Background: an optimization exercise with open tools, aiming at small area, a short achievable clock period and few clock cycles per item. Do not read the settings as production practice. Function was checked by simulation only, so behaviour that the tests miss may differ from the original.

[design/flow/config.mk]
export PLATFORM = sky130hd
export DESIGN_NAME = kw_unwrap
export DESIGN_NICKNAME = kw_unwrap
export VERILOG_FILES = /design/flow/design.v
export SDC_FILE = /design/flow/constraint.sdc
export NUM_CORES = 8
export LEC_CHECK = 0
export CAP_MARGIN = 40
export CELL_PAD_IN_SITES_DETAIL_PLACEMENT = 1
export CELL_PAD_IN_SITES_GLOBAL_PLACEMENT = 2
export CORE_MARGIN = 2
export CORE_UTILIZATION = 36
export CTS_CLUSTER_DIAMETER = 80
export CTS_CLUSTER_SIZE = 22
export PLACE_DENSITY = 0.56
export SLEW_MARGIN = 40
export SYNTH_HIERARCHICAL = 1
[design/flow/constraint.sdc]
create_clock -name core_clock -period 12.0 [get_ports {clk}]
set_input_delay 2.4000 -clock core_clock [delete_from_list [all_inputs] [get_ports {clk}]]
set_output_delay 2.4000 -clock core_clock [all_outputs]
set_load 0.01 [all_outputs]
[design/flow/design.v]
module gx2 (input wire a, input wire b, output wire y);
    assign y = a ^ b;
endmodule
module gxn2 (input wire a, input wire b, output wire y);
    assign y = ~(a ^ b);
endmodule
module kw_unwrap (
    input  wire         clk,
    input  wire         rst,
    input  wire         req_valid,
    output wire         req_ready,
    input  wire         req_kek,
    input  wire         req_long,
    input  wire [319:0] req_data,
    output wire         resp_valid,
    input  wire         resp_ready,
    output wire [255:0] resp_key,
    output wire         resp_ok
);
    localparam [63:0] IV = 64'hA6A6_A6A6_A6A6_A6A6;
    localparam [1:0] G_RUN   = 2'd0,
                     G_KEXP  = 2'd1,
                     G_KDONE = 2'd2;
    reg  [1:0]   gst;
    reg          ph;         
    reg  [3:0]   m;          
    reg          kph;        
    reg  [5:0]   kidx;       
    reg          k_rot;      
    reg          k_id;       
    reg  [7:0]   k_rcon;     
    reg  [255:0] kwin;       
    reg  [255:0] klast;      
    reg  [71:0]  ks;         
    reg  [127:0] sa;         
    reg  [287:0] sb;         
    reg          v_q, kek_q, long_q;
    reg          rdy;        
    reg  [63:0]  x1p, x2p, x3p, x4p, x1q, x2q, x3q, x4q;
    reg  [4:0]   tcp, tcq;       
    reg          lngp, lngq;
    reg          runp, runq;     
    reg          parkp, parkq;   
    reg          okcp, okcq;
    reg          old;        
    reg  [127:0] sbuf;
    reg          sok;
    reg          sv;         
    reg          spre;       
    reg  [255:0] out_key;
    reg          out_ok, out_pend, out_valid;
    reg          out_free;   
    wire [127:0] rk   = kwin[255:128];
    wire [127:0] rk14 = klast[127:0];
    wire         grun = (gst == G_RUN);
    wire         cb   = ~ph;                  
    wire         bnd  = (m == 4'd0);          
    function [7:0] rcon_of(input [2:0] i);
        case (i)
            3'd1:    rcon_of = 8'h01;
            3'd2:    rcon_of = 8'h02;
            3'd3:    rcon_of = 8'h04;
            3'd4:    rcon_of = 8'h08;
            3'd5:    rcon_of = 8'h10;
            3'd6:    rcon_of = 8'h20;
            3'd7:    rcon_of = 8'h40;
            default: rcon_of = 8'h00;
        endcase
    endfunction
    wire [31:0] kw0 = kwin[255:224], kw1 = kwin[223:192], kw2 = kwin[191:160], kw3 = kwin[159:128];
    wire [31:0] kw4 = kwin[127:96],  kw5 = kwin[95:64],   kw6 = kwin[63:32],   kw7 = kwin[31:0];
    wire        kfwd   = (gst == G_KEXP);
    wire [71:0] ks_next;
    wire [31:0] sub_out;
    genvar g;
    generate
        for (g = 0; g < 4; g = g + 1) begin : g_ksbox
            if (1) begin : u_a    
                wire [7:0] a = kw3[8*g +: 8];
                wire [17:0] p;
                wire n1;
                gx2 u1 (.a(a[1]), .b(a[6]), .y(n1));
                wire n2;
                gx2 u2 (.a(a[4]), .b(a[7]), .y(n2));
                wire n3;
                gx2 u3 (.a(a[2]), .b(a[3]), .y(n3));
                wire n4;
                gx2 u4 (.a(a[5]), .b(a[7]), .y(n4));
                wire n5;
                gx2 u5 (.a(a[0]), .b(a[2]), .y(n5));
                wire n6;
                gx2 u6 (.a(n1), .b(n2), .y(n6));
                wire n7;
                gx2 u7 (.a(a[6]), .b(n2), .y(n7));
                wire n8;
                gx2 u8 (.a(a[4]), .b(a[5]), .y(n8));
                wire n9;
                gx2 u9 (.a(a[7]), .b(n1), .y(n9));
                wire n10;
                gx2 u10 (.a(a[0]), .b(a[5]), .y(n10));
                wire n11;
                gx2 u11 (.a(a[1]), .b(n5), .y(n11));
                wire n12;
                gx2 u12 (.a(n3), .b(n4), .y(n12));
                wire n13;
                gx2 u13 (.a(n1), .b(n8), .y(n13));
                wire n14;
                gx2 u14 (.a(a[3]), .b(n1), .y(n14));
                wire n15;
                gx2 u15 (.a(n4), .b(n11), .y(n15));
                wire n16;
                gx2 u16 (.a(a[5]), .b(n2), .y(n16));
                wire n17;
                gx2 u17 (.a(a[3]), .b(n9), .y(n17));
                wire n18;
                gx2 u18 (.a(a[3]), .b(n6), .y(n18));
                wire n19;
                gx2 u19 (.a(n3), .b(n13), .y(n19));
                wire n20;
                gx2 u20 (.a(a[5]), .b(n11), .y(n20));
                wire n21;
                gx2 u21 (.a(a[5]), .b(n14), .y(n21));
                wire n22;
                gx2 u22 (.a(a[1]), .b(n3), .y(n22));
                wire n23;
                gx2 u23 (.a(n3), .b(n6), .y(n23));
                wire n24;
                gx2 u24 (.a(n5), .b(n9), .y(n24));
                wire n25;
                gx2 u25 (.a(n3), .b(n10), .y(n25));
                wire n26;
                gx2 u26 (.a(n3), .b(n7), .y(n26));
                wire n27;
                gx2 u27 (.a(a[4]), .b(n14), .y(n27));
                wire n28;
                gx2 u28 (.a(a[2]), .b(a[5]), .y(n28));
                wire n29;
                gx2 u29 (.a(n7), .b(n25), .y(n29));
                wire n30;
                gx2 u30 (.a(n1), .b(n12), .y(n30));
                wire n31;
                gx2 u31 (.a(a[4]), .b(n11), .y(n31));
                wire n32;
                gx2 u32 (.a(a[1]), .b(n4), .y(n32));
                wire n33;
                gx2 u33 (.a(a[3]), .b(n10), .y(n33));
                wire n34 = n17 & n21;
                wire n35 = n28 & n27;
                wire n36 = n30 & n8;
                wire n37 = a[3] & n18;
                wire n38 = n10 & n29;
                wire n39 = n33 & n20;
                wire n40 = n9 & n16;
                wire n41 = n5 & n15;
                wire n42 = n24 & n31;
                wire n43;
                gx2 u43 (.a(n38), .b(n39), .y(n43));
                wire n44;
                gx2 u44 (.a(n37), .b(n38), .y(n44));
                wire n45;
                gx2 u45 (.a(n36), .b(n44), .y(n45));
                wire n46;
                gx2 u46 (.a(n35), .b(n6), .y(n46));
                wire n47;
                gx2 u47 (.a(n41), .b(n42), .y(n47));
                wire n48;
                gx2 u48 (.a(n40), .b(n44), .y(n48));
                wire n49;
                gx2 u49 (.a(n36), .b(n26), .y(n49));
                wire n50;
                gx2 u50 (.a(a[1]), .b(n47), .y(n50));
                wire n51;
                gx2 u51 (.a(n34), .b(n49), .y(n51));
                wire n52;
                gx2 u52 (.a(n43), .b(n51), .y(n52));
                wire n53;
                gx2 u53 (.a(n41), .b(n12), .y(n53));
                wire n54;
                gx2 u54 (.a(n43), .b(n50), .y(n54));
                wire n55;
                gx2 u55 (.a(n45), .b(n46), .y(n55));
                wire n56;
                gx2 u56 (.a(n48), .b(n53), .y(n56));
                reg [3:0] e;
                always @(*) begin
                    case ({n54, n56, n52, n55})
                        4'd0: e = 4'd0;
                        4'd1: e = 4'd1;
                        4'd2: e = 4'd3;
                        4'd3: e = 4'd2;
                        4'd4: e = 4'd15;
                        4'd5: e = 4'd12;
                        4'd6: e = 4'd9;
                        4'd7: e = 4'd11;
                        4'd8: e = 4'd10;
                        4'd9: e = 4'd6;
                        4'd10: e = 4'd8;
                        4'd11: e = 4'd7;
                        4'd12: e = 4'd5;
                        4'd13: e = 4'd14;
                        4'd14: e = 4'd13;
                        4'd15: e = 4'd4;
                        default: e = 4'd0;
                    endcase
                end
                wire n57;
                gx2 u57 (.a(e[2]), .b(e[3]), .y(n57));
                wire n58;
                gx2 u58 (.a(e[0]), .b(e[1]), .y(n58));
                wire n59;
                gx2 u59 (.a(n57), .b(n58), .y(n59));
                wire n60;
                gx2 u60 (.a(e[1]), .b(e[3]), .y(n60));
                wire n61;
                gx2 u61 (.a(e[0]), .b(e[2]), .y(n61));
                wire n62 = n4 & e[3];
                wire n63 = n19 & e[2];
                wire n64 = n23 & n57;
                wire n65 = n6 & e[1];
                wire n66 = n26 & e[0];
                wire n67 = n22 & n58;
                wire n68 = n13 & n60;
                wire n69 = n32 & n61;
                wire n70 = n7 & n59;
                wire n71 = n21 & e[3];
                wire n72 = n27 & e[2];
                wire n73 = n8 & n57;
                wire n74 = n18 & e[1];
                wire n75 = n29 & e[0];
                wire n76 = n20 & n58;
                wire n77 = n16 & n60;
                wire n78 = n15 & n61;
                wire n79 = n31 & n59;
                assign p[0] = n62;
                assign p[1] = n63;
                assign p[2] = n64;
                assign p[3] = n65;
                assign p[4] = n66;
                assign p[5] = n67;
                assign p[6] = n68;
                assign p[7] = n69;
                assign p[8] = n70;
                assign p[9] = n71;
                assign p[10] = n72;
                assign p[11] = n73;
                assign p[12] = n74;
                assign p[13] = n75;
                assign p[14] = n76;
                assign p[15] = n77;
                assign p[16] = n78;
                assign p[17] = n79;
                assign ks_next[18*g +: 18] = p;
            end
            if (1) begin : u_b    
                wire [17:0] p = ks[18*g +: 18];
                wire [7:0] y;
                wire m1;
                gx2 u80 (.a(p[1]), .b(p[8]), .y(m1));
                wire m2;
                gx2 u81 (.a(p[0]), .b(m1), .y(m2));
                wire m3;
                gx2 u82 (.a(p[12]), .b(p[13]), .y(m3));
                wire m4;
                gx2 u83 (.a(p[10]), .b(p[11]), .y(m4));
                wire m5;
                gx2 u84 (.a(p[6]), .b(m2), .y(m5));
                wire m6;
                gx2 u85 (.a(p[15]), .b(p[17]), .y(m6));
                wire m7;
                gx2 u86 (.a(p[3]), .b(p[4]), .y(m7));
                wire m8;
                gx2 u87 (.a(p[16]), .b(m3), .y(m8));
                wire m9;
                gx2 u88 (.a(m3), .b(m4), .y(m9));
                wire m10;
                gx2 u89 (.a(p[14]), .b(m6), .y(m10));
                wire m11;
                gx2 u90 (.a(p[9]), .b(p[10]), .y(m11));
                wire m12;
                gx2 u91 (.a(p[2]), .b(p[3]), .y(m12));
                wire m32 = ~(m5 ^ m9);
                wire m14;
                gx2 u93 (.a(p[1]), .b(p[2]), .y(m14));
                wire m15;
                gx2 u94 (.a(m8), .b(m14), .y(m15));
                wire m16;
                gx2 u95 (.a(p[17]), .b(m11), .y(m16));
                wire m17;
                gx2 u96 (.a(p[7]), .b(m12), .y(m17));
                wire m18;
                gx2 u97 (.a(p[15]), .b(m7), .y(m18));
                wire m19;
                gx2 u98 (.a(m2), .b(m7), .y(m19));
                wire m20 = m6 ^ m11;
                wire m33 = ~(m8 ^ m16);
                wire m22;
                gx2 u101 (.a(p[12]), .b(m10), .y(m22));
                wire m34 = ~(m5 ^ m22);
                wire m24;
                gx2 u103 (.a(m1), .b(m17), .y(m24));
                wire m25;
                gx2 u104 (.a(p[13]), .b(m4), .y(m25));
                wire m35 = ~(p[5] ^ m24);
                wire m27;
                gx2 u106 (.a(p[7]), .b(m9), .y(m27));
                wire m28;
                gx2 u107 (.a(m10), .b(m25), .y(m28));
                wire m29 = m5 ^ m28;
                wire m30 = m15 ^ m18;
                wire m31 = m19 ^ m27;
                assign y[0] = m32;
                assign y[1] = m33;
                assign y[2] = m20;
                assign y[3] = m31;
                assign y[4] = m29;
                assign y[5] = m34;
                assign y[6] = m35;
                assign y[7] = m30;
                assign sub_out[8*g +: 8] = y;
            end
        end
    endgenerate
    wire [31:0]  sub_rot   = k_rot ? {sub_out[23:0], sub_out[31:24]} : sub_out;
    wire [31:0]  k_g       = k_id ? kw3 : (sub_rot ^ {k_rcon, 24'h0});
    wire [31:0]  k_new     = kw4 ^ k_g;
    wire [255:0] kfwd_next = {kwin[223:128], k_new, kwin[95:0], kw0};
    wire [255:0] kbwd_next = {k_new, kw5 ^ kw4, kw6 ^ kw5, kw7 ^ kw6, kwin[255:128]};
    wire [287:0] sb_next;
    generate
        for (g = 0; g < 16; g = g + 1) begin : g_sta
            localparam integer ROW = g % 4;
            localparam integer COL = g / 4;
            localparam integer SRC = ROW + 4 * ((COL + 4 - ROW) % 4);
            if (1) begin : u_a    
                wire [7:0] a = sa[127-8*SRC -: 8];
                wire [17:0] p;
                wire n1;
                gx2 u1 (.a(a[1]), .b(a[2]), .y(n1));
                wire n2;
                gx2 u2 (.a(a[0]), .b(a[5]), .y(n2));
                wire n3;
                gx2 u3 (.a(a[7]), .b(n1), .y(n3));
                wire n4;
                gx2 u4 (.a(a[4]), .b(a[6]), .y(n4));
                wire n5;
                gx2 u5 (.a(a[0]), .b(a[3]), .y(n5));
                wire n6;
                gx2 u6 (.a(a[3]), .b(a[5]), .y(n6));
                wire n7;
                gx2 u7 (.a(a[0]), .b(a[4]), .y(n7));
                wire n8;
                gx2 u8 (.a(n2), .b(n4), .y(n8));
                wire n9;
                gx2 u9 (.a(a[4]), .b(n6), .y(n9));
                wire n10;
                gx2 u10 (.a(a[6]), .b(n5), .y(n10));
                wire n11;
                gx2 u11 (.a(a[2]), .b(a[5]), .y(n11));
                wire n12;
                gx2 u12 (.a(a[0]), .b(a[7]), .y(n12));
                wire n13;
                gx2 u13 (.a(n3), .b(n8), .y(n13));
                wire n14;
                gx2 u14 (.a(n1), .b(n2), .y(n14));
                wire n15;
                gx2 u15 (.a(a[4]), .b(n2), .y(n15));
                wire n16;
                gx2 u16 (.a(n3), .b(n15), .y(n16));
                wire n36;
                gxn2 u17 (.a(a[1]), .b(n2), .y(n36));
                wire n18;
                gx2 u18 (.a(a[3]), .b(n4), .y(n18));
                wire n19;
                gx2 u19 (.a(a[6]), .b(n6), .y(n19));
                wire n20;
                gx2 u20 (.a(n1), .b(n7), .y(n20));
                wire n21;
                gx2 u21 (.a(a[6]), .b(n14), .y(n21));
                wire n42;
                gxn2 u22 (.a(n3), .b(n10), .y(n42));
                wire n23;
                gx2 u23 (.a(a[1]), .b(n12), .y(n23));
                wire n24;
                gx2 u24 (.a(n4), .b(n12), .y(n24));
                wire n25;
                gx2 u25 (.a(a[1]), .b(n7), .y(n25));
                wire n26;
                gx2 u26 (.a(a[7]), .b(n11), .y(n26));
                wire n27;
                gx2 u27 (.a(a[6]), .b(n3), .y(n27));
                wire n28;
                gx2 u28 (.a(n1), .b(n5), .y(n28));
                wire n29;
                gx2 u29 (.a(a[1]), .b(n9), .y(n29));
                wire n30;
                gx2 u30 (.a(a[6]), .b(n26), .y(n30));
                wire n31;
                gx2 u31 (.a(n3), .b(n18), .y(n31));
                wire n32;
                gx2 u32 (.a(a[1]), .b(n4), .y(n32));
                wire n38;
                gxn2 u33 (.a(a[4]), .b(n11), .y(n38));
                wire n34 = ~n7;
                wire n35 = ~n1;
                wire n37 = ~a[1];
                wire n39 = ~n14;
                wire n40 = ~n16;
                wire n41 = ~n9;
                wire n43 = ~n5;
                wire n44 = ~n8;
                wire n45 = ~n9;
                wire n46 = ~n16;
                wire n47 = ~a[6];
                wire n48 = n20 & n24;
                wire n49 = n34 & n31;
                wire n50 = n35 & n28;
                wire n51 = n36 & n32;
                wire n52 = n37 & n29;
                wire n53 = n2 & n19;
                wire n54 = n38 & n23;
                wire n55 = n25 & n30;
                wire n56 = n39 & n21;
                wire n57;
                gx2 u43 (.a(n52), .b(n55), .y(n57));
                wire n58;
                gx2 u44 (.a(n50), .b(n52), .y(n58));
                wire n59;
                gx2 u45 (.a(n53), .b(n13), .y(n59));
                wire n60;
                gx2 u46 (.a(n51), .b(n54), .y(n60));
                wire n61;
                gx2 u47 (.a(n53), .b(n10), .y(n61));
                wire n62;
                gx2 u48 (.a(n41), .b(n60), .y(n62));
                wire n63;
                gx2 u49 (.a(n48), .b(n59), .y(n63));
                wire n64;
                gx2 u50 (.a(n58), .b(n63), .y(n64));
                wire n65;
                gx2 u51 (.a(n51), .b(n40), .y(n65));
                wire n66;
                gx2 u52 (.a(n56), .b(n61), .y(n66));
                wire n67;
                gx2 u53 (.a(n57), .b(n66), .y(n67));
                wire n68;
                gx2 u54 (.a(n49), .b(n65), .y(n68));
                wire n69;
                gx2 u55 (.a(n57), .b(n62), .y(n69));
                wire n70;
                gx2 u56 (.a(n58), .b(n68), .y(n70));
                reg [3:0] e;
                always @(*) begin
                    case ({n67, n69, n64, n70})
                        4'd0: e = 4'd0;
                        4'd1: e = 4'd1;
                        4'd2: e = 4'd3;
                        4'd3: e = 4'd2;
                        4'd4: e = 4'd15;
                        4'd5: e = 4'd12;
                        4'd6: e = 4'd9;
                        4'd7: e = 4'd11;
                        4'd8: e = 4'd10;
                        4'd9: e = 4'd6;
                        4'd10: e = 4'd8;
                        4'd11: e = 4'd7;
                        4'd12: e = 4'd5;
                        4'd13: e = 4'd14;
                        4'd14: e = 4'd13;
                        4'd15: e = 4'd4;
                        default: e = 4'd0;
                    endcase
                end
                wire n71;
                gx2 u57 (.a(e[2]), .b(e[3]), .y(n71));
                wire n72;
                gx2 u58 (.a(e[0]), .b(e[1]), .y(n72));
                wire n73;
                gx2 u59 (.a(n71), .b(n72), .y(n73));
                wire n74;
                gx2 u60 (.a(e[1]), .b(e[3]), .y(n74));
                wire n75;
                gx2 u61 (.a(e[0]), .b(e[2]), .y(n75));
                wire n76 = n27 & e[3];
                wire n77 = n42 & e[2];
                wire n78 = n43 & n71;
                wire n79 = n44 & e[1];
                wire n80 = n45 & e[0];
                wire n81 = n10 & n72;
                wire n82 = n46 & n74;
                wire n83 = n13 & n75;
                wire n84 = n47 & n73;
                wire n85 = n24 & e[3];
                wire n86 = n31 & e[2];
                wire n87 = n28 & n71;
                wire n88 = n32 & e[1];
                wire n89 = n29 & e[0];
                wire n90 = n19 & n72;
                wire n91 = n23 & n74;
                wire n92 = n30 & n75;
                wire n93 = n21 & n73;
                assign p[0] = n76;
                assign p[1] = n77;
                assign p[2] = n78;
                assign p[3] = n79;
                assign p[4] = n80;
                assign p[5] = n81;
                assign p[6] = n82;
                assign p[7] = n83;
                assign p[8] = n84;
                assign p[9] = n85;
                assign p[10] = n86;
                assign p[11] = n87;
                assign p[12] = n88;
                assign p[13] = n89;
                assign p[14] = n90;
                assign p[15] = n91;
                assign p[16] = n92;
                assign p[17] = n93;
                assign sb_next[287-18*g -: 18] = p;
            end
        end
    endgenerate
    wire [127:0] ark;
    wire [127:0] imc;
    generate
        for (g = 0; g < 16; g = g + 1) begin : g_stb
            if (1) begin : u_b    
                wire [17:0] p = sb[287-18*g -: 18];
                wire [7:0] k = rk[127-8*g -: 8];
                wire [7:0] y;
                wire m1;
                gx2 u80 (.a(p[9]), .b(p[11]), .y(m1));
                wire m2;
                gx2 u81 (.a(p[0]), .b(p[2]), .y(m2));
                wire m3;
                gx2 u82 (.a(p[12]), .b(p[15]), .y(m3));
                wire m4;
                gx2 u83 (.a(m1), .b(m2), .y(m4));
                wire m5;
                gx2 u84 (.a(p[14]), .b(m4), .y(m5));
                wire m6;
                gx2 u85 (.a(p[13]), .b(m3), .y(m6));
                wire m7;
                gx2 u86 (.a(p[7]), .b(p[8]), .y(m7));
                wire m8;
                gx2 u87 (.a(p[1]), .b(p[3]), .y(m8));
                wire m9;
                gx2 u88 (.a(p[17]), .b(m6), .y(m9));
                wire m10;
                gx2 u89 (.a(p[4]), .b(p[16]), .y(m10));
                wire m11;
                gx2 u90 (.a(p[4]), .b(k[7]), .y(m11));
                wire m12;
                gx2 u91 (.a(p[6]), .b(p[8]), .y(m12));
                wire m13;
                gx2 u92 (.a(p[10]), .b(m2), .y(m13));
                wire m14;
                gx2 u93 (.a(m7), .b(m13), .y(m14));
                wire m15;
                gx2 u94 (.a(m10), .b(m12), .y(m15));
                wire m16;
                gx2 u95 (.a(m6), .b(m8), .y(m16));
                wire m17;
                gx2 u96 (.a(p[5]), .b(k[1]), .y(m17));
                wire m18;
                gx2 u97 (.a(p[5]), .b(m11), .y(m18));
                wire m19;
                gx2 u98 (.a(p[13]), .b(m7), .y(m19));
                wire m20;
                gx2 u99 (.a(p[2]), .b(m10), .y(m20));
                wire m21;
                gx2 u100 (.a(p[13]), .b(m18), .y(m21));
                wire m22;
                gx2 u101 (.a(k[6]), .b(m20), .y(m22));
                wire m23 = m16 ^ m22;
                wire m24;
                gx2 u103 (.a(p[16]), .b(k[0]), .y(m24));
                wire m25;
                gx2 u104 (.a(p[3]), .b(k[4]), .y(m25));
                wire m26;
                gx2 u105 (.a(m3), .b(m25), .y(m26));
                wire m27;
                gx2 u106 (.a(k[2]), .b(m7), .y(m27));
                wire m28;
                gx2 u107 (.a(p[15]), .b(m24), .y(m28));
                wire m29;
                gx2 u108 (.a(p[0]), .b(m17), .y(m29));
                wire m30;
                gx2 u109 (.a(k[5]), .b(m19), .y(m30));
                wire m31;
                gx2 u110 (.a(m15), .b(m26), .y(m31));
                wire m32;
                gx2 u111 (.a(k[3]), .b(m1), .y(m32));
                wire m33;
                gx2 u112 (.a(m4), .b(m27), .y(m33));
                wire m34 = m5 ^ m21;
                wire m35 = m5 ^ m31;
                wire m36 = m9 ^ m32;
                wire m37 = m9 ^ m33;
                wire m38 = m5 ^ m30;
                wire m39 = m8 ^ m29;
                wire m40;
                gx2 u119 (.a(p[11]), .b(m28), .y(m40));
                wire m41 = m14 ^ m40;
                assign y[0] = m41;
                assign y[1] = m39;
                assign y[2] = m37;
                assign y[3] = m36;
                assign y[4] = m35;
                assign y[5] = m38;
                assign y[6] = m23;
                assign y[7] = m34;
                assign ark[127-8*g -: 8] = y;
            end
        end
        for (g = 0; g < 4; g = g + 1) begin : g_imc
            if (1) begin : u_imc    
                wire [31:0] a = ark[127-32*g -: 32];
                wire [31:0] y;
                wire v0;
                gx2 u1 (.a(a[5]), .b(a[21]), .y(v0));
                wire v1;
                gx2 u2 (.a(a[13]), .b(a[29]), .y(v1));
                wire v2;
                gx2 u3 (.a(a[6]), .b(a[22]), .y(v2));
                wire v3;
                gx2 u4 (.a(a[14]), .b(a[30]), .y(v3));
                wire v4;
                gx2 u5 (.a(v0), .b(v1), .y(v4));
                wire v5;
                gx2 u6 (.a(a[7]), .b(v2), .y(v5));
                wire v6;
                gx2 u7 (.a(a[23]), .b(v3), .y(v6));
                wire v7;
                gx2 u8 (.a(a[3]), .b(a[31]), .y(v7));
                wire v8;
                gx2 u9 (.a(a[15]), .b(a[19]), .y(v8));
                wire v9;
                gx2 u10 (.a(a[25]), .b(v4), .y(v9));
                wire v10;
                gx2 u11 (.a(a[1]), .b(a[17]), .y(v10));
                wire v11;
                gx2 u12 (.a(a[8]), .b(a[24]), .y(v11));
                wire v12;
                gx2 u13 (.a(a[9]), .b(v9), .y(v12));
                wire v13;
                gx2 u14 (.a(a[12]), .b(a[28]), .y(v13));
                wire v14;
                gx2 u15 (.a(a[4]), .b(a[20]), .y(v14));
                wire v15;
                gx2 u16 (.a(a[0]), .b(a[16]), .y(v15));
                wire v16;
                gx2 u17 (.a(a[10]), .b(a[26]), .y(v16));
                wire v17;
                gx2 u18 (.a(a[2]), .b(a[18]), .y(v17));
                wire v18;
                gx2 u19 (.a(a[11]), .b(a[27]), .y(v18));
                wire v19;
                gx2 u20 (.a(v7), .b(v8), .y(v19));
                wire v20;
                gx2 u21 (.a(v6), .b(v17), .y(v20));
                wire v21;
                gx2 u22 (.a(a[7]), .b(v14), .y(v21));
                wire v22;
                gx2 u23 (.a(v2), .b(v16), .y(v22));
                wire v23;
                gx2 u24 (.a(a[23]), .b(v13), .y(v23));
                wire v24;
                gx2 u25 (.a(v5), .b(v18), .y(v24));
                wire v25;
                gx2 u26 (.a(a[7]), .b(v3), .y(v25));
                wire v26;
                gx2 u27 (.a(v3), .b(v22), .y(v26));
                wire v27;
                gx2 u28 (.a(v4), .b(v11), .y(v27));
                wire v28;
                gx2 u29 (.a(a[15]), .b(a[31]), .y(v28));
                wire v29;
                gx2 u30 (.a(a[30]), .b(v23), .y(v29));
                wire v30;
                gx2 u31 (.a(v8), .b(v10), .y(v30));
                wire v31;
                gx2 u32 (.a(a[2]), .b(v15), .y(v31));
                wire v32;
                gx2 u33 (.a(a[5]), .b(v19), .y(v32));
                wire v33;
                gx2 u34 (.a(a[21]), .b(v19), .y(v33));
                wire v34;
                gx2 u35 (.a(a[22]), .b(v21), .y(v34));
                wire v35;
                gx2 u36 (.a(v7), .b(v10), .y(v35));
                wire v36;
                gx2 u37 (.a(a[18]), .b(v15), .y(v36));
                wire v37;
                gx2 u38 (.a(a[23]), .b(v2), .y(v37));
                wire v38;
                gx2 u39 (.a(v26), .b(v28), .y(v38));
                wire v39;
                gx2 u40 (.a(v1), .b(v17), .y(v39));
                wire v40;
                gx2 u41 (.a(v5), .b(v20), .y(v40));
                wire v41;
                gx2 u42 (.a(a[13]), .b(v24), .y(v41));
                wire v42;
                gx2 u43 (.a(v27), .b(v37), .y(v42));
                wire v43;
                gx2 u44 (.a(a[15]), .b(a[24]), .y(v43));
                wire v44;
                gx2 u45 (.a(v6), .b(v18), .y(v44));
                wire v45;
                gx2 u46 (.a(v0), .b(v28), .y(v45));
                wire v46;
                gx2 u47 (.a(a[26]), .b(v11), .y(v46));
                wire v47;
                gx2 u48 (.a(a[6]), .b(v21), .y(v47));
                wire v48;
                gx2 u49 (.a(v0), .b(v16), .y(v48));
                wire v49;
                gx2 u50 (.a(a[0]), .b(a[31]), .y(v49));
                wire v50;
                gx2 u51 (.a(v4), .b(v15), .y(v50));
                wire v51;
                gx2 u52 (.a(v26), .b(v39), .y(v51));
                wire v52;
                gx2 u53 (.a(a[14]), .b(v23), .y(v52));
                wire v53;
                gx2 u54 (.a(a[29]), .b(v24), .y(v53));
                wire v54;
                gx2 u55 (.a(a[10]), .b(v11), .y(v54));
                wire v55;
                gx2 u56 (.a(a[31]), .b(v1), .y(v55));
                wire v56;
                gx2 u57 (.a(a[3]), .b(a[11]), .y(v56));
                wire v57;
                gx2 u58 (.a(a[13]), .b(v33), .y(v57));
                wire v58;
                gx2 u59 (.a(v6), .b(v31), .y(v58));
                wire v59;
                gx2 u60 (.a(v6), .b(v50), .y(v59));
                wire v60;
                gx2 u61 (.a(v14), .b(v30), .y(v60));
                wire v61;
                gx2 u62 (.a(v1), .b(v34), .y(v61));
                wire v62;
                gx2 u63 (.a(a[15]), .b(v29), .y(v62));
                wire v63;
                gx2 u64 (.a(a[31]), .b(v5), .y(v63));
                wire v64;
                gx2 u65 (.a(a[14]), .b(v45), .y(v64));
                wire v65;
                gx2 u66 (.a(a[17]), .b(v31), .y(v65));
                wire v66;
                gx2 u67 (.a(a[4]), .b(a[12]), .y(v66));
                wire v67;
                gx2 u68 (.a(a[11]), .b(v16), .y(v67));
                wire v68;
                gx2 u69 (.a(a[19]), .b(a[27]), .y(v68));
                wire v69;
                gx2 u70 (.a(v43), .b(v50), .y(v69));
                wire v70;
                gx2 u71 (.a(a[8]), .b(a[31]), .y(v70));
                wire v71;
                gx2 u72 (.a(a[16]), .b(v37), .y(v71));
                wire v72;
                gx2 u73 (.a(a[10]), .b(v24), .y(v72));
                wire v73;
                gx2 u74 (.a(a[1]), .b(a[8]), .y(v73));
                wire v74 = v61 ^ v62;
                wire v75;
                gx2 u76 (.a(v32), .b(v34), .y(v75));
                wire v76;
                gx2 u77 (.a(a[6]), .b(v45), .y(v76));
                wire v77;
                gx2 u78 (.a(v5), .b(v10), .y(v77));
                wire v78;
                gx2 u79 (.a(v14), .b(v29), .y(v78));
                wire v79;
                gx2 u80 (.a(v25), .b(v46), .y(v79));
                wire v80;
                gx2 u81 (.a(v18), .b(v31), .y(v80));
                wire v81;
                gx2 u82 (.a(a[17]), .b(v6), .y(v81));
                wire v82;
                gx2 u83 (.a(a[16]), .b(v27), .y(v82));
                wire v83;
                gx2 u84 (.a(v35), .b(v67), .y(v83));
                wire v84;
                gx2 u85 (.a(v13), .b(v64), .y(v84));
                wire v85;
                gx2 u86 (.a(v8), .b(v56), .y(v85));
                wire v86 = v25 ^ v69;
                wire v87;
                gx2 u88 (.a(v10), .b(v71), .y(v87));
                wire v88;
                gx2 u89 (.a(a[4]), .b(a[28]), .y(v88));
                wire v89;
                gx2 u90 (.a(v44), .b(v47), .y(v89));
                wire v90;
                gx2 u91 (.a(a[4]), .b(v13), .y(v90));
                wire v91 = v59 ^ v70;
                wire v92;
                gx2 u93 (.a(v48), .b(v66), .y(v92));
                wire v93;
                gx2 u94 (.a(a[1]), .b(v36), .y(v93));
                wire v94;
                gx2 u95 (.a(v35), .b(v36), .y(v94));
                wire v95;
                gx2 u96 (.a(v9), .b(v77), .y(v95));
                wire v96;
                gx2 u97 (.a(a[8]), .b(v49), .y(v96));
                wire v97;
                gx2 u98 (.a(a[15]), .b(v73), .y(v97));
                wire v98;
                gx2 u99 (.a(v52), .b(v55), .y(v98));
                wire v99;
                gx2 u100 (.a(v25), .b(v90), .y(v99));
                wire v100;
                gx2 u101 (.a(a[28]), .b(v14), .y(v100));
                wire v101;
                gx2 u102 (.a(a[17]), .b(v54), .y(v101));
                wire v102;
                gx2 u103 (.a(v36), .b(v85), .y(v102));
                wire v103 = v76 ^ v78;
                wire v104;
                gx2 u105 (.a(a[1]), .b(a[9]), .y(v104));
                wire v105;
                gx2 u106 (.a(v27), .b(v94), .y(v105));
                wire v106;
                gx2 u107 (.a(v33), .b(v88), .y(v106));
                wire v107;
                gx2 u108 (.a(a[16]), .b(v97), .y(v107));
                wire v108;
                gx2 u109 (.a(a[23]), .b(a[27]), .y(v108));
                wire v109;
                gx2 u110 (.a(v29), .b(v32), .y(v109));
                wire v110;
                gx2 u111 (.a(v46), .b(v104), .y(v110));
                wire v111;
                gx2 u112 (.a(a[12]), .b(v108), .y(v111));
                wire v112;
                gx2 u113 (.a(v5), .b(v100), .y(v112));
                wire v113;
                gx2 u114 (.a(v25), .b(v107), .y(v113));
                wire v114;
                gx2 u115 (.a(v20), .b(v92), .y(v114));
                wire v115;
                gx2 u116 (.a(a[0]), .b(a[15]), .y(v115));
                wire v116;
                gx2 u117 (.a(a[9]), .b(v65), .y(v116));
                wire v117;
                gx2 u118 (.a(a[29]), .b(v44), .y(v117));
                wire v118;
                gx2 u119 (.a(a[26]), .b(v30), .y(v118));
                wire v119;
                gx2 u120 (.a(a[25]), .b(v93), .y(v119));
                wire v120 = v40 ^ v110;
                wire v121;
                gx2 u122 (.a(v33), .b(v52), .y(v121));
                wire v122;
                gx2 u123 (.a(a[9]), .b(v4), .y(v122));
                wire v123;
                gx2 u124 (.a(a[20]), .b(a[28]), .y(v123));
                wire v124;
                gx2 u125 (.a(a[11]), .b(v17), .y(v124));
                wire v125 = v72 ^ v105;
                wire v126 = v53 ^ v114;
                wire v127 = v42 ^ v115;
                wire v128 = v41 ^ v109;
                wire v129 = v47 ^ v98;
                wire v130;
                gx2 u131 (.a(v79), .b(v102), .y(v130));
                wire v131;
                gx2 u132 (.a(a[24]), .b(v49), .y(v131));
                wire v132 = v57 ^ v89;
                wire v133;
                gx2 u134 (.a(a[20]), .b(a[27]), .y(v133));
                wire v134;
                gx2 u135 (.a(v81), .b(v131), .y(v134));
                wire v135;
                gx2 u136 (.a(v22), .b(v111), .y(v135));
                wire v136 = v12 ^ v130;
                wire v137;
                gx2 u138 (.a(a[12]), .b(a[20]), .y(v137));
                wire v138 = v53 ^ v121;
                wire v139 = v34 ^ v84;
                wire v140 = v63 ^ v82;
                wire v141 = v38 ^ v119;
                wire v142 = v75 ^ v117;
                wire v143;
                gx2 u144 (.a(v32), .b(v137), .y(v143));
                wire v144;
                gx2 u145 (.a(v83), .b(v112), .y(v144));
                wire v145;
                gx2 u146 (.a(v60), .b(v135), .y(v145));
                wire v146 = v38 ^ v116;
                wire v147 = v12 ^ v144;
                wire v148;
                gx2 u149 (.a(v30), .b(v124), .y(v148));
                wire v149 = v12 ^ v134;
                wire v150 = v51 ^ v143;
                wire v151;
                gx2 u152 (.a(v99), .b(v148), .y(v151));
                wire v152 = v51 ^ v106;
                wire v153;
                gx2 u154 (.a(v43), .b(v122), .y(v153));
                wire v154 = v12 ^ v151;
                wire v155;
                gx2 u156 (.a(a[25]), .b(v101), .y(v155));
                wire v156;
                gx2 u157 (.a(v7), .b(v68), .y(v156));
                wire v157;
                gx2 u158 (.a(v80), .b(v118), .y(v157));
                wire v158;
                gx2 u159 (.a(v13), .b(v133), .y(v158));
                wire v159 = v12 ^ v145;
                wire v160;
                gx2 u161 (.a(v54), .b(v156), .y(v160));
                wire v161;
                gx2 u162 (.a(v58), .b(v160), .y(v161));
                wire v162;
                gx2 u163 (.a(v48), .b(v123), .y(v162));
                wire v163 = v95 ^ v96;
                wire v164 = v87 ^ v153;
                wire v165;
                gx2 u166 (.a(v20), .b(v162), .y(v165));
                wire v166 = v12 ^ v113;
                wire v167 = v40 ^ v155;
                wire v168 = v41 ^ v165;
                wire v169 = v12 ^ v161;
                wire v170;
                gx2 u171 (.a(v35), .b(v158), .y(v170));
                wire v171 = v42 ^ v157;
                wire v172;
                gx2 u173 (.a(v20), .b(v170), .y(v172));
                wire v173 = v12 ^ v172;
                assign y[0] = v140;
                assign y[1] = v149;
                assign y[2] = v141;
                assign y[3] = v171;
                assign y[4] = v173;
                assign y[5] = v152;
                assign y[6] = v142;
                assign y[7] = v103;
                assign y[8] = v86;
                assign y[9] = v163;
                assign y[10] = v120;
                assign y[11] = v169;
                assign y[12] = v147;
                assign y[13] = v126;
                assign y[14] = v128;
                assign y[15] = v129;
                assign y[16] = v127;
                assign y[17] = v166;
                assign y[18] = v146;
                assign y[19] = v125;
                assign y[20] = v154;
                assign y[21] = v150;
                assign y[22] = v132;
                assign y[23] = v139;
                assign y[24] = v91;
                assign y[25] = v164;
                assign y[26] = v167;
                assign y[27] = v136;
                assign y[28] = v159;
                assign y[29] = v168;
                assign y[30] = v138;
                assign y[31] = v74;
                assign imc[127-32*g -: 32] = y;
            end
        end
    endgenerate
    wire [63:0] b_hi = ark[127:64];
    wire [63:0] b_lo = ark[63:0];
    wire        b_ok = (b_hi == IV);
    wire        bnd_b      = grun && bnd;     
    wire        run_b      = runp;
    wire        last_b     = (tcp == 5'd1);
    wire        s_first    = sv && !spre;     
    wire        sout       = s_first && out_free;
    wire        fin_direct = bnd_b && run_b && last_b && (old == cb) && out_free && !s_first;
    wire        sfill      = bnd_b && run_b && last_b && !fin_direct && !lngp && !sv;
    wire        fin_park   = bnd_b && run_b && last_b && !fin_direct && !sfill;
    wire        cont       = bnd_b && run_b && !last_b;
    wire        unpark     = parkp && (old == cb) && out_free && !s_first;
    wire        acc        = rdy && !kek_q && req_valid;
    wire        kek_acc    = rdy &&  kek_q && req_valid;
    wire        acc_d      = rdy && !kek_q;
    wire        kek_d      = rdy &&  kek_q;
    wire        has_o      = runq || parkq;
    wire [63:0]  head      = lngp ? x1p : x3p;
    wire [4:0]   t_nx      = tcp - 5'd1;
    wire [4:0]   t_first   = long_q ? 5'd24 : 5'd12;
    wire [63:0]  c_n       = long_q ? req_data[63:0] : req_data[191:128];
    wire [127:0] blk_raw   = cont ? {b_hi ^ {59'd0, t_nx}, head}
                                  : {req_data[319:256] ^ {59'd0, t_first}, c_n};
    reg  [1:0]  gst_n;
    reg         ph_n, kph_n;
    reg  [3:0]  m_n;
    reg  [5:0]  kidx_n;
    reg         runp_n, parkp_n;
    reg  [4:0]  tcp_n;
    reg         old_n, sv_n, spre_n;
    always @(*) begin
        gst_n  = gst;
        ph_n   = ~ph;
        m_n    = m;
        kph_n  = kph;
        kidx_n = kidx;
        case (gst)
            G_RUN: begin
                if (kek_acc) begin
                    gst_n  = G_KEXP;
                    kph_n  = 1'b0;
                    kidx_n = 6'd8;
                end else if (!ph) begin
                    m_n = bnd ? 4'd13 : m - 4'd1;
                end
            end
            G_KEXP: begin
                kph_n = ~kph;
                if (kph) begin
                    kidx_n = kidx + 6'd1;
                    if (kidx == 6'd59)
                        gst_n = G_KDONE;
                end
            end
            default: begin
                gst_n = G_RUN;
                m_n   = 4'd0;
            end
        endcase
        runp_n  = runp;
        parkp_n = parkp;
        tcp_n   = tcp;
        if (acc) begin
            runp_n = 1'b1;
            tcp_n  = t_first;
        end else if (bnd_b && run_b && last_b) begin
            runp_n = 1'b0;
        end
        if (cont)
            tcp_n = t_nx;
        if (fin_park)
            parkp_n = 1'b1;
        else if (unpark)
            parkp_n = 1'b0;
        old_n = old;
        if (acc && !has_o)
            old_n = cb;
        else if (fin_direct || unpark)
            old_n = ~cb;
        else if (sfill && old == cb)
            old_n = ~cb;
        sv_n   = sv;
        spre_n = spre;
        if (sfill) begin
            sv_n   = 1'b1;
            spre_n = (old != cb);
        end else if (sout) begin
            sv_n   = 1'b0;
        end
        if (fin_direct || unpark)
            spre_n = 1'b0;
        if (rst) begin
            gst_n   = G_RUN;
            ph_n    = 1'b1;
            m_n     = 4'd0;
            runp_n  = 1'b0;
            parkp_n = 1'b0;
            sv_n    = 1'b0;
        end
    end
    wire out_pend_n  = !rst && (fin_direct || unpark || sout);
    wire out_valid_n = !rst && (out_pend || (out_valid && !resp_ready));
    wire out_free_n  = !(out_pend_n || out_pend || out_valid);
    wire v_q_n       = !rst && req_valid && !rdy;
    wire runq_n   = runq && !rst;
    wire parkq_n  = parkq && !rst;
    wire cb_n     = ~ph_n;
    wire grun_n   = (gst_n == G_RUN);
    wire bnd_n    = grun_n && (m_n == 4'd0);
    wire old_is_n = (old_n == cb_n) && !(sv_n && !spre_n);
    wire last_n   = bnd_n && runq_n && (tcq == 5'd1);
    wire free_n   = (!runq_n && (!parkq_n || (old_is_n && out_free_n))) ||
                    (last_n && ((old_is_n && out_free_n) || (!lngq && !sv_n)));
    wire rdy_n    = !rst && v_q_n && grun_n &&
                    (req_kek ? (!runq_n && !parkq_n && !runp_n && !parkp_n)
                             : (bnd_n && free_n));
    always @(posedge clk) begin
        gst      <= gst_n;
        ph       <= ph_n;
        m        <= m_n;
        kph      <= kph_n;
        kidx     <= kidx_n;
        runq     <= runp_n;
        parkq    <= parkp_n;
        tcq      <= tcp_n;
        runp     <= runq_n;
        parkp    <= parkq_n;
        tcp      <= tcq;
        old      <= old_n;
        sv       <= sv_n;
        spre     <= spre_n;
        out_pend  <= out_pend_n;
        out_valid <= out_valid_n;
        out_free  <= out_free_n;
        v_q      <= v_q_n;
        kek_q    <= req_kek;
        long_q   <= req_long;
        rdy      <= rdy_n;
    end
    always @(posedge clk) begin
        ks <= ks_next;
        if (kek_d)
            kwin <= {req_data[127:0], req_data[255:128]};
        else if (kfwd && kph)
            kwin <= kfwd_next;
        else if (grun && !ph)
            kwin <= bnd ? klast : kbwd_next;
        if (gst == G_KDONE)
            klast <= {kwin[127:0], kwin[255:128]};
        if (kek_d) begin
            k_rot  <= 1'b1;
            k_id   <= 1'b0;
            k_rcon <= 8'h01;
        end else if (kfwd) begin
            if (kph) begin
                k_rot  <= (kidx_n[2:0] == 3'd0);
                k_id   <= (kidx_n[1:0] != 2'd0);
                k_rcon <= (kidx_n[2:0] == 3'd0) ? rcon_of(kidx_n[5:3]) : 8'h00;
            end
        end else if (!grun || !ph) begin
            k_rot  <= m_n[0];
            k_id   <= 1'b0;
            k_rcon <= m_n[0] ? rcon_of(m_n[3:1] + 3'd1) : 8'h00;
        end
    end
    always @(posedge clk) begin
        sb <= sb_next;
        if (!bnd)
            sa <= imc;
        else
            sa <= blk_raw ^ rk14;
    end
    always @(posedge clk) begin
        if (sfill) begin
            sbuf <= {b_lo, x3p};
            sok  <= b_ok;
        end
    end
    always @(posedge clk) begin
        x1p  <= x1q;
        x2p  <= x2q;
        x3p  <= x3q;
        x4p  <= x4q;
        lngp <= lngq;
        okcp <= okcq;
        x1q  <= x1p;
        x2q  <= x2p;
        x3q  <= x3p;
        x4q  <= x4p;
        lngq <= lngp;
        okcq <= okcp;
        if (cont) begin
            x3q <= b_lo;
            if (lngp) begin
                x1q <= x2p;
                x2q <= x3p;
            end
        end else if (acc_d) begin
            lngq <= long_q;
            x1q  <= req_data[127:64];
            x2q  <= req_data[191:128];
            x3q  <= req_data[255:192];
        end
        if (fin_park) begin
            x4q  <= b_lo;
            okcq <= b_ok;
        end
    end
    always @(posedge clk) begin
        if (fin_direct || unpark) begin
            out_key <= {fin_direct ? b_lo : x4p, x3p, {x2p, x1p} & {128{lngp}}};
            out_ok  <= fin_direct ? b_ok : okcp;
        end else if (sout) begin
            out_key <= {sbuf, 128'd0};
            out_ok  <= sok;
        end else if (out_pend && !out_ok) begin
            out_key <= 256'd0;
        end
    end
    assign req_ready  = rdy;
    assign resp_valid = out_valid;
    assign resp_ok    = out_ok;
    assign resp_key   = out_key;
endmodule
[design/flow/flow/run.sh]
#!/bin/bash
set -euo pipefail
MARGIN=${MARGIN:-8}
bash standard.sh SETUP_SLACK_MARGIN=$MARGIN "BUFFER_PORTS_ARGS=-buffer_cell sky130_fd_sc_hd__buf_2" finish > make_finish.log 2>&1
[design/flow/standard.sh]
#!/bin/bash
# synth_recipe.tcl (not shown) runs the flow's synth.tcl, then flattens the netlist and writes it again
# the make line also repeats each setting of config.mk as NAME=value (left out here)
make -C /OpenROAD-flow-scripts/flow DESIGN_CONFIG=/design/flow/config.mk WORK_HOME=/design/flow/orfs CLKGATE_MAP_FILE= SYNTH_SCRIPT=/design/flow/synth_recipe.tcl "${@:-finish}"
==> results.yml, run 1 <==
sta:
  rsz0062_at_grt: "yes"
  hold_viol_final: 0
  fin_ws_ns: 7.99
  finClkSkew_ns: 0.0334
  tightest_slew_ns: 1.04
  post-route-min-period_ns: 4.01
  setup_violations: 0
  slew_headroom: 0.302
  tns_ns: 0
  fin_crit_sh: 0.334
  report.final.slew_viol_count: 0
  fmax_mhz: 249
logic_synthesis:
  netlist_instances: 9809
  yosys.area_share.simple: 0.116
  synth_seq_cells: 1948
  syn-num-nets: 10200
  syn_area_per_cell_sq_um: 10.1
  synth-adder-area-share: 0.0106
  ys_seq_area_frac: 0.485
  async_reset_ff_frac: 0
  yosys.area.top_type: "edfxtp_1"
  synth_top_area_share: 0.273
  synth_ff_type: "dfxtp_1"
  synthMuxAreaShare: 0.0164
  synth_xor_area_frac: 0.247
  synth_compound_area_frac: 0.101
  yosys_warnings: 7
  synth_area_leaders: "edfxtp_1, xor2_1, dfxtp_1"
  synth.distinct_cells: 63
  synth_top_family_by_area: "XOR/XNOR gates"
  synth_edf_count: 899
  syn_area_sq_um: 99000
routing:
  route.detailed.drc: 0
  routed_wirelength_um: 495000
  antenna_left: 0
  routed_via_density: 5.43
  dr.pass1.iters: 5
  drt-initial-drc-count: 7909
  wl_per_cell_um: 34.8
  vias: 77300
floorplanning:
  start_util: 0.362
  boundaryPins: 585
  die_h_um: 528
  die_w_um: 528
  dieArea_sq_um: 279000
  core_sq_um: 274000
  rows: 192
global_routing:
  overflow: 0
  grtUsageTotal: 0.343
  grt_pass1_vias: 76700
  antenna_found_initial: 92
  grt_pass1_wl_um: 661000
  grt_max_degree: 143
worst_setup_path:
  critPathLaunchType: "flip-flop"
  crit_path_end_kind: "output pin"
  slowest_stage: "edfxtp_1"
  max_stage_delay_ns: 0.58
  crit_path_cell_trace: "buf_6"
  crit_type: "reg -> out"
  rr_worst_depth: 6
  arrival_ns: 1.61
  required_ns: 9.60
  cp_num_buf_inv: 1
  path_delay_family: "flip-flops"
  path_max_fanout: 1
  critical_path_depth: 1
clock_network:
  clk_pin_slew_worst_paths_ns: 0.10
  cts_buffer_depth: 3
  cts_buffers: 139
  clock_latency_ns: 0.83
  cts_tree: "done"
  cts_sinks: 1948
  holdBufCountCts: 0
  cts_root_buf: "clkbuf_16"
  h-tree-depth: 4
outcome:
  status: "finished clean"
flow_run:
  drv_cap: 0
finish:
  syn_to_final_growth_pct: 19.8
  drive_gt1_frac: 0.180
  fillers: 29900
  nNetsFinal: 10900
  fin_util: 0.433
  final_common_cell: "xor2_1"
  layout_common_cells: "xor2_1, dfxtp_1, nand2_1"
placement:
  portBuffers: 584
  place_ws_ns: 6.70
  place.gp.congestion: 0.951
  dpl.hpwl_um: 387000
hold_path:
  hold_path_depth: 0
  hold_path.class: "reg -> reg"
[cell usage after synthesis (15+ instances only)]
library cell	count
a31oi_1	141
nor2b_1	200
a21oi_1	618
and2_1	413
a211oi_1	154
o22ai_1	130
o31ai_1	15
ha_1	84
nor2_1	623
nor3_1	55
a21o_1	16
mux2i_1	133
nand2_1	928
a22o_1	64
o211ai_1	17
clkbuf_1	362
dfxtp_1	1049
and3_1	140
edfxtp_1	899
buf_2	22
o21ai_0	553
xor2_1	2404
xnor2_1	389
buf_1	42
inv_1	200
[per-module statistics from Yosys, one instance, submodules excluded]
module	cells inside	flip-flops and latches	area, sq um
gx2	1	0	8.76
gxn2	1	0	8.76
kw_unwrap	7581	1948	79500
[per-layer routing]
metal  GRT usage  routed length, um  vias up
met5           0                317        -
met4       0.153              27300       48
met3      0.0500              32700      628
met2       0.522             216000     2913
met1       0.481             218000    39700
li1            -                  -    34000
[worst paths after layout]
| check | from | end | slack [ns] |
|---|---|---|---|
| setup reg to reg | kph | kwin[29] | 7.99 |
| setup / recovery | out_key[0] | resp_key[0] | 7.99 |
| hold reg to reg | x3q[32] | x3p[32] | 0.32 |
| hold / removal | x3q[32] | x3p[32] | 0.32 |
[flip-flops by register name (all words and copies together) (netlist names), 72 cells and up]
signal,count
klast,256
ks,72
kwin,256
out_key,256
sa,128
sb,288
sbuf,128
[cell type report]
cell class	count	area, sq um	area share
clock inverters	81	975	0.00822
diodes	27	67.6	0.000570
flip-flops and latches	1948	48200	0.406
repair buffers	986	6500	0.0548
inverters	200	803	0.00677
multi-input cells	7231	53700	0.453
clock buffers	175	3910	0.0330
well taps	3589	4490	0.0379
[kinds of logic after synthesis]
kind of cell / count (synthesis)
mux: 153
flops: 1948
simple gates: 2452
compound gates: 1745
fa+ha+maj: 84
buf+inv: 634
xor+xnor: 2793
[stage by stage]
stage,instances,cell area (sq um),hold slack [ns]
CTS,14100,115000,0.327
global placement,13700,107000,0.310
finish,14200,119000,0.322
global route,14200,119000,0.324
floorplan,9809,99100,0.310
detailed placement,13700,107000,0.313
[repair_timing]
action,CTS,global route
cloned,3,2
buffers inserted,91,115
pin swaps,42,94
endpoints found under the setup margin,887,424
gates resized for setup,372,385
Testbench counts, summed over its fixed seeds: cycles 65,898, items 256.
==> run 2: changes to the inputs <==
--- a/design/flow/design.v
+++ b/design/flow/design.v
@@ -1017,8 +1017,8 @@
                 end
             end
             G_KEXP: begin
-                kph_n = ~kph;
-                if (kph) begin
+                kph_n = ~kph && !k_id;
+                if (kph || k_id) begin
                     kidx_n = kidx + 6'd1;
                     if (kidx == 6'd59)
                         gst_n = G_KDONE;
@@ -1113,7 +1113,7 @@
         ks <= ks_next;
         if (kek_d)
             kwin <= {req_data[127:0], req_data[255:128]};
-        else if (kfwd && kph)
+        else if (kfwd && (kph || k_id))
             kwin <= kfwd_next;
         else if (grun && !ph)
             kwin <= bnd ? klast : kbwd_next;
@@ -1124,7 +1124,7 @@
             k_id   <= 1'b0;
             k_rcon <= 8'h01;
         end else if (kfwd) begin
-            if (kph) begin
+            if (kph || k_id) begin
                 k_rot  <= (kidx_n[2:0] == 3'd0);
                 k_id   <= (kidx_n[1:0] != 2'd0);
                 k_rcon <= (kidx_n[2:0] == 3'd0) ? rcon_of(kidx_n[5:3]) : 8'h00;
--- a/design/flow/config.mk
+++ b/design/flow/config.mk
@@ -12,6 +12,7 @@
 export CORE_UTILIZATION = 36
 export CTS_CLUSTER_DIAMETER = 80
 export CTS_CLUSTER_SIZE = 22
+export GPL_ROUTABILITY_DRIVEN = 0
 export PLACE_DENSITY = 0.56
 export SLEW_MARGIN = 40
 export SYNTH_HIERARCHICAL = 1
==> run 2 against run 1 <==
Clock skew increased by 0.011 ns. Fmax decreased by 2.0%. Final cell count about the same. Critical endpoint is now sa[33]. Die area increased by 0.12%. Worst hold slack got worse by 0.0047 ns. Clock-buffer cell count decreased by 4. Non-clock buffer count decreased by 36. Critical path type is now reg -> reg. First-iteration DRC count decreased by 7.6%. Synthesized area increased by 0.12%.
==> results.yml, run 2 <==
global_routing:
  met3_usage: 0.0493
  grtUsageTotal: 0.333
  grt_pass1_wl_um: 645000
  met2_usage: 0.511
  grt_pass1_vias: 77000
  antenna_found_initial: 73
  overflow: 0
  use_met1: 0.459
  grt_max_degree: 187
  grt_most_used_layer: "met2"
logic_synthesis:
  async_reset_ff_frac: 0
  ys_top_cells_by_count: "xor2_1, dfxtp_1, nand2_1"
  synth_edf_count: 899
  synth_seq_cells: 1948
  synth_top_area_share: 0.272
  netlist_instances: 9852
  syn-num-nets: 10300
  syn_area_sq_um: 99100
  ys_seq_area_frac: 0.484
  yosys_warnings: 7
  synth_area_leaders: "edfxtp_1, xor2_1, dfxtp_1"
  syn_area_per_cell_sq_um: 10.1
  yosys.area.top_type: "edfxtp_1"
  synth.most_common_cell: "xor2_1"
  synth_ff_type: "dfxtp_1"
  synth.distinct_cells: 58
placement:
  dp_cells: 13800
  placed_area_sq_um: 107000
  dpl.hpwl_um: 373000
  portBuffers: 584
finish:
  fillers: 30000
  finalInstanceArea_sq_um: 118000
  layout_common_cells: "xor2_1, dfxtp_1, nand2_1"
  nNetsFinal: 10900
  layout.cells.non_filler: 14200
  drive_gt1_frac: 0.174
  fin_util: 0.433
  largest_register_ffs: 288
  largest-register: "sb"
  final_common_cell: "xor2_1"
  syn_to_final_growth_pct: 19.6
worst_setup_path:
  rr_worst_depth: 10
  cp_num_buf_inv: 4
  crit_path_end_kind: "flip-flop"
  rr_endpoint: "sa[33]"
  crit_path_cell_trace: "or4_4 > buf_4 > nor3b_4 > buf_4 > buf_12 > buf_16 > a211oi_1 > a21oi_1 > xnor2_1 > o21ai_0"
  max_stage_delay_ns: 0.72
  worstReg2RegStart: "m[3]"
  required_ns: 12.75
  arrival_ns: 4.85
  path_max_fanout: 111
  crit_type: "reg -> reg"
  path_delay_family: "buffers and inverters"
  r2r_setup_slack_ns: 7.90
  critPathLaunchType: "flip-flop"
  slowest_stage: "a21oi_1"
  cp_common_cell: "buf_4"
clock_network:
  cts_buffer_depth: 3
  cts_root_buf: "clkbuf_16"
  cts_buffers: 137
  h-tree-depth: 4
  clk_pin_slew_worst_paths_ns: 0.09
  holdBufCountCts: 0
  cts_tree: "done"
  clock_latency_ns: 0.84
  cts_sinks: 1948
sta:
  setup_violations: 0
  slew_headroom: 0.299
  tightest_slew_ns: 1.05
  report.final.slew_viol_count: 0
  fin_crit_sh: 0.341
  rsz0062_at_grt: "yes"
  hold_viol_final: 0
  post-route-min-period_ns: 4.10
  finClkSkew_ns: 0.0441
  fmax_mhz: 244
  holdWs_ns: 0.317
floorplanning:
  core_sq_um: 274000
  start_util: 0.362
  rows: 192
  boundaryPins: 585
  dieArea_sq_um: 279000
  die_h_um: 529
  die_w_um: 529
outcome:
  status: "finished clean"
routing:
  routed_via_density: 5.42
  wl_per_cell_um: 33.8
  routed_wirelength_um: 481000
  antenna_left: 0
  vias: 77100
  route.detailed.drc: 0
  drt-initial-drc-count: 7310
  dr.pass1.iters: 6
hold_path:
  hold_path.class: "reg -> reg"
  hold_end: "x3p[6]"
  hold_start: "x3q[6]"
  hold_path_depth: 0
flow_run:
  drv_cap: 0
[run 2: cell count changes after synthesis, sizes merged, moves of 10 or more]
cell,before,now
xor2,2404,2426
xnor2,389,367
and3,140,130
nor2,623,644
a21oi,619,639
mux2,14,29
nand2,928,941
nor3,55,35
mux2i,133,120
a211oi,154,166
clkbuf,367,377
[run 2: logic make-up (layout without fill, tap and decap cells)]
kind of cell             Yosys count  in the layout  synth area share
other                              0             21                 0
AND/OR/NAND/NOR                 2439           2441             0.114
buffers and inverters            644           1414            0.0246
adder cells (fa/ha/maj)           84             84            0.0106
flip-flops                      1948           1948             0.484
AO/OA/AOI/OAI                   1790           1790             0.103
multiplexers                     154            154            0.0166
XOR/XNOR                        2793           2793             0.247
[run 2: worst reg2reg max path, cell delays in order, from the launching register on]
cell,delay [ns]
dfxtp_2,0.44
or4_4,0.62
buf_4,0.17
nor3b_4,0.18
buf_4,0.44
buf_12,0.26
buf_16,0.40
a211oi_1,0.29
a21oi_1,0.72
xnor2_1,0.33
o21ai_0,0.21
[run 2: area by class of cell]
class                           instances  area, sq um  share of cell area
Sequential cell                      1948        48200               0.407
Clock buffer                          171         3770              0.0318
Tap cell                             3589         4490              0.0379
Inverter                              209          792             0.00668
Clock inverter                         84         1030             0.00867
Multi-Input combinational cell       7262        53700               0.453
Antenna cell                           21         52.6            0.000444
Timing Repair Buffer                  950         6510              0.0549
[run 2: per-module statistics from Yosys, one instance, submodules excluded]
module | flops+latches | area (sq um) | copies in the design | cells
kw_unwrap | 1948 | 79600 | 1 | 7624
gx2 | 0 | 8.76 | 2180 | 1
gxn2 | 0 | 8.76 | 48 | 1
[run 2: per-layer routing]
metal  wire length, um  vias up
met5               192        -
met4             26900       30
met3             30900      562
met2            212000     2646
met1            210000    39800
li1                  -    34100
[run 2: how the worst max path moves through the flow]
stage                   start          end  depth (start not counted)
floorplan              gst[1]      kwin[0]                          3
finish                   m[3]       sa[33]                         10
CTS                   sb[249]      sa[118]                         12
global route        kwin[136]       ks[35]                         14
global placement       sb[20]       sa[17]                         12
detailed placement       m[0]  out_key[73]                         10
[run 2: metrics by stage]
step	setup WS [ns]	TNS, ns
floorplan	-1.63	-416.92
global placement	6.65	0
detailed placement	6.80	0
CTS	7.93	0
global route	7.83	0
finish	7.90	0
[run 2: what timing repair did]
| item | in CTS | in global routing |
|---|---|---|
| setup endpoints to repair | 677 | 414 |
| buffers inserted | 82 | 115 |
| pin swaps | 33 | 81 |
| resized for setup | 347 | 389 |
| gates cloned | 8 | 0 |
Testbench counts of run 2, summed over its fixed seeds: cycles 65,598, items 256.
==> run 3: changes to the inputs <==
--- a/design/flow/config.mk
+++ b/design/flow/config.mk
@@ -12,7 +12,6 @@
 export CORE_UTILIZATION = 36
 export CTS_CLUSTER_DIAMETER = 80
 export CTS_CLUSTER_SIZE = 22
-export GPL_ROUTABILITY_DRIVEN = 0
 export PLACE_DENSITY = 0.56
 export SLEW_MARGIN = 40
 export SYNTH_HIERARCHICAL = 1
==> run 3 against run 2 <==
First-iteration DRC count rose by 3.6%. Register-to-register slack is essentially flat. Die area stayed put. Global-route usage is 0.23 points higher. Critical path type unchanged. Fmax barely moved. Sequential share of layout area fell by 0.15 points. Largest cell class unchanged.
==> results.yml, run 3 <==
logic_synthesis:
  ys_top_cells_by_count: "xor2_1, dfxtp_1, nand2_1"
  yosys_warnings: 7
  yosys.area.top_type: "edfxtp_1"
  synth.distinct_cells: 58
  synth.most_common_cell: "xor2_1"
  syn_area_sq_um: 99100
  syn-num-nets: 10300
  netlist_instances: 9852
  synth_area_leaders: "edfxtp_1, xor2_1, dfxtp_1"
  synth_top_area_share: 0.272
  syn_area_per_cell_sq_um: 10.1
  ys_seq_area_frac: 0.484
  async_reset_ff_frac: 0
  synth_edf_count: 899
  synth_ff_type: "dfxtp_1"
  synth_seq_cells: 1948
worst_setup_path:
  arrival_ns: 4.80
  cp_common_cell: "a21oi_1"
  crit_path_end_kind: "flip-flop"
  required_ns: 12.71
  cp_num_buf_inv: 3
  rr_worst_depth: 8
  critPathLaunchType: "flip-flop"
  crit_path_cell_trace: "or4_4 > buf_4 > buf_6 > buf_12 > nand2_1 > a21oi_1 > a21oi_1 > o21ai_0"
  worstReg2RegStart: "m[2]"
  path_delay_family: "buffers and inverters"
  slowest_stage: "a21oi_1"
  path_max_fanout: 147
  rr_endpoint: "kwin[80]"
  max_stage_delay_ns: 0.78
  crit_type: "reg -> reg"
  r2r_setup_slack_ns: 7.91
global_routing:
  grt_pass1_vias: 77100
  grtUsageTotal: 0.335
  overflow: 0
  grt_max_degree: 148
  grt_pass1_wl_um: 648000
  antenna_found_initial: 79
placement:
  dpl.hpwl_um: 378000
  place.gp.congestion: 0.951
  portBuffers: 584
  place_ws_ns: 6.94
outcome:
  status: "finished clean"
floorplanning:
  rows: 192
  die_h_um: 529
  boundaryPins: 585
  start_util: 0.362
  dieArea_sq_um: 279000
  core_sq_um: 274000
  die_w_um: 529
hold_path:
  hold_path_depth: 0
  hold_end: "x3p[20]"
  hold_start: "x3q[20]"
  hold_path.class: "reg -> reg"
sta:
  finClkSkew_ns: 0.0486
  tns_ns: 0
  holdWs_ns: 0.320
  rsz0062_at_grt: "yes"
  fmax_mhz: 244
  hold_viol_final: 0
  fin_ws_ns: 7.91
  post-route-min-period_ns: 4.09
  tightest_slew_ns: 0.962
  report.final.slew_viol_count: 0
  setup_violations: 0
  slew_headroom: 0.356
  fin_crit_sh: 0.341
routing:
  drt-initial-drc-count: 7573
  vias: 76900
  dr.pass1.iters: 6
  routed_via_density: 5.40
  wl_per_cell_um: 34.2
  route.detailed.drc: 0
  routed_wirelength_um: 487000
  antenna_left: 0
finish:
  final_common_cell: "xor2_1"
  syn_to_final_growth_pct: 20.0
  largest_register_ffs: 288
  drive_gt1_frac: 0.176
  nNetsFinal: 10900
  largest-register: "sb"
  layout_common_cells: "xor2_1, dfxtp_1, nand2_1"
clock_network:
  cts_sinks: 1948
  cts_buffer_depth: 4
  clock_latency_ns: 0.88
  h-tree-depth: 4
  cts_buffers: 149
  clk_pin_slew_worst_paths_ns: 0.09
  cts_tree: "done"
  cts_root_buf: "clkbuf_16"
  holdBufCountCts: 0
flow_run:
  drv_cap: 0
==> run 3: modules after synthesis (local to each module, per instance) <==
module	cells inside	flops+latches	copies in the design
kw_unwrap	7624	1948	1
gx2	1	0	2180
gxn2	1	0	48
==> run 3: routing by layer <==
metal,vias to the layer above,GRT usage,part of all wire
li1,34100,-,-
met5,-,0,0.00051
met2,2434,0.522,0.45
met4,38,0.141,0.049
met1,39800,0.462,0.44
met3,557,0.0498,0.064
==> run 3: layout make-up <==
type / count / area, sq um
Fill cell: 29900 / 155000
Antenna cell: 27 / 67.6
Inverter: 209 / 803
Clock buffer: 188 / 4210
Sequential cell: 1948 / 48200
Tap cell: 3589 / 4490
Clock inverter: 82 / 1020
Timing Repair Buffer: 941 / 6470
Multi-Input combinational cell: 7261 / 53700
==> run 3: cell families (layout without fill, tap and decap cells) <==
family | Yosys count | after routing | synth area share
flip-flops | 1948 | 1948 | 0.484
multiplexers | 154 | 154 | 0.0166
AND/OR/NAND/NOR | 2439 | 2440 | 0.114
AO/OA/AOI/OAI | 1790 | 1790 | 0.103
adder cells (fa/ha/maj) | 84 | 84 | 0.0106
other | 0 | 27 | 0
buffers and inverters | 644 | 1420 | 0.0246
XOR/XNOR | 2793 | 2793 | 0.247
==> run 3: what timing repair did <==
item	CTS	global route
gates resized for setup	344	400
gates cloned	1	3
pin swaps	41	88
endpoints found under the setup margin	765	454
setup buffers	60	122
==> run 3: worst max-delay path by stage <==
stage	startpoint	cells after the start	to	slack (ns)
2_1_floorplan	gst[1]	3	kwin[0]	-1.63
3_3_place_gp	sb[101]	12	sa[33]	6.60
3_5_place_dp	m[0]	9	out_key[76]	6.94
4_1_cts	m[3]	9	out_key[94]	7.77
5_1_grt	sb[33]	11	sa[14]	7.85
6_report	m[2]	8	kwin[80]	7.91
==> run 3: stage by stage <==
stage | area (sq um) | utilization | instances
after floorplan | 99200 | - | 9852
after global placement | 106000 | 0.389 | 13700
after detailed placement | 107000 | 0.391 | 13800
after CTS | 115000 | 0.421 | 14100
after global routing | 119000 | 0.434 | 14200
final | 119000 | 0.434 | 14200

## what the ideal ports hide
Ports are ideal in the flow. The routed layouts listed here were re-timed in OpenROAD. Step 1 (the two cells are an assumption about what drives the block):
set clk [get_ports {clk}]
set_driving_cell -lib_cell sky130_fd_sc_hd__clkbuf_16 $clk
set_driving_cell -lib_cell sky130_fd_sc_hd__buf_2 [delete_from_list [all_inputs] $clk]
Step 2 times the ports against the registers' clock, not the clock port: input delays grow and output delays shrink by t, the midpoint of the rising clock arrivals with the driver on. Three values: ideal ports, drivers, drivers and shift; two values: the first two.
run | t, ns | slack for setup (ns) | hold WS [ns] | worst setup path after step 2 | cell pins on the clock port's net
run 1 | 0.926 | 7.988 / 7.875 / 7.242 | 0.322 / 0.322 / 0.322 | input to register | 1
run 2 | 0.927 | 7.904 / 7.904 / 7.325 | 0.317 / 0.317 / 0.317 | input to register | 1
run 3 | 0.957 | 7.907 / 7.907 / 7.288 | 0.320 / 0.320 / 0.320 | input to register | 1
After both steps setup and hold are still met in every run listed. The setup slack of run 1, which loses most, moves by -0.113 ns with the drivers and by -0.746 ns with both steps.
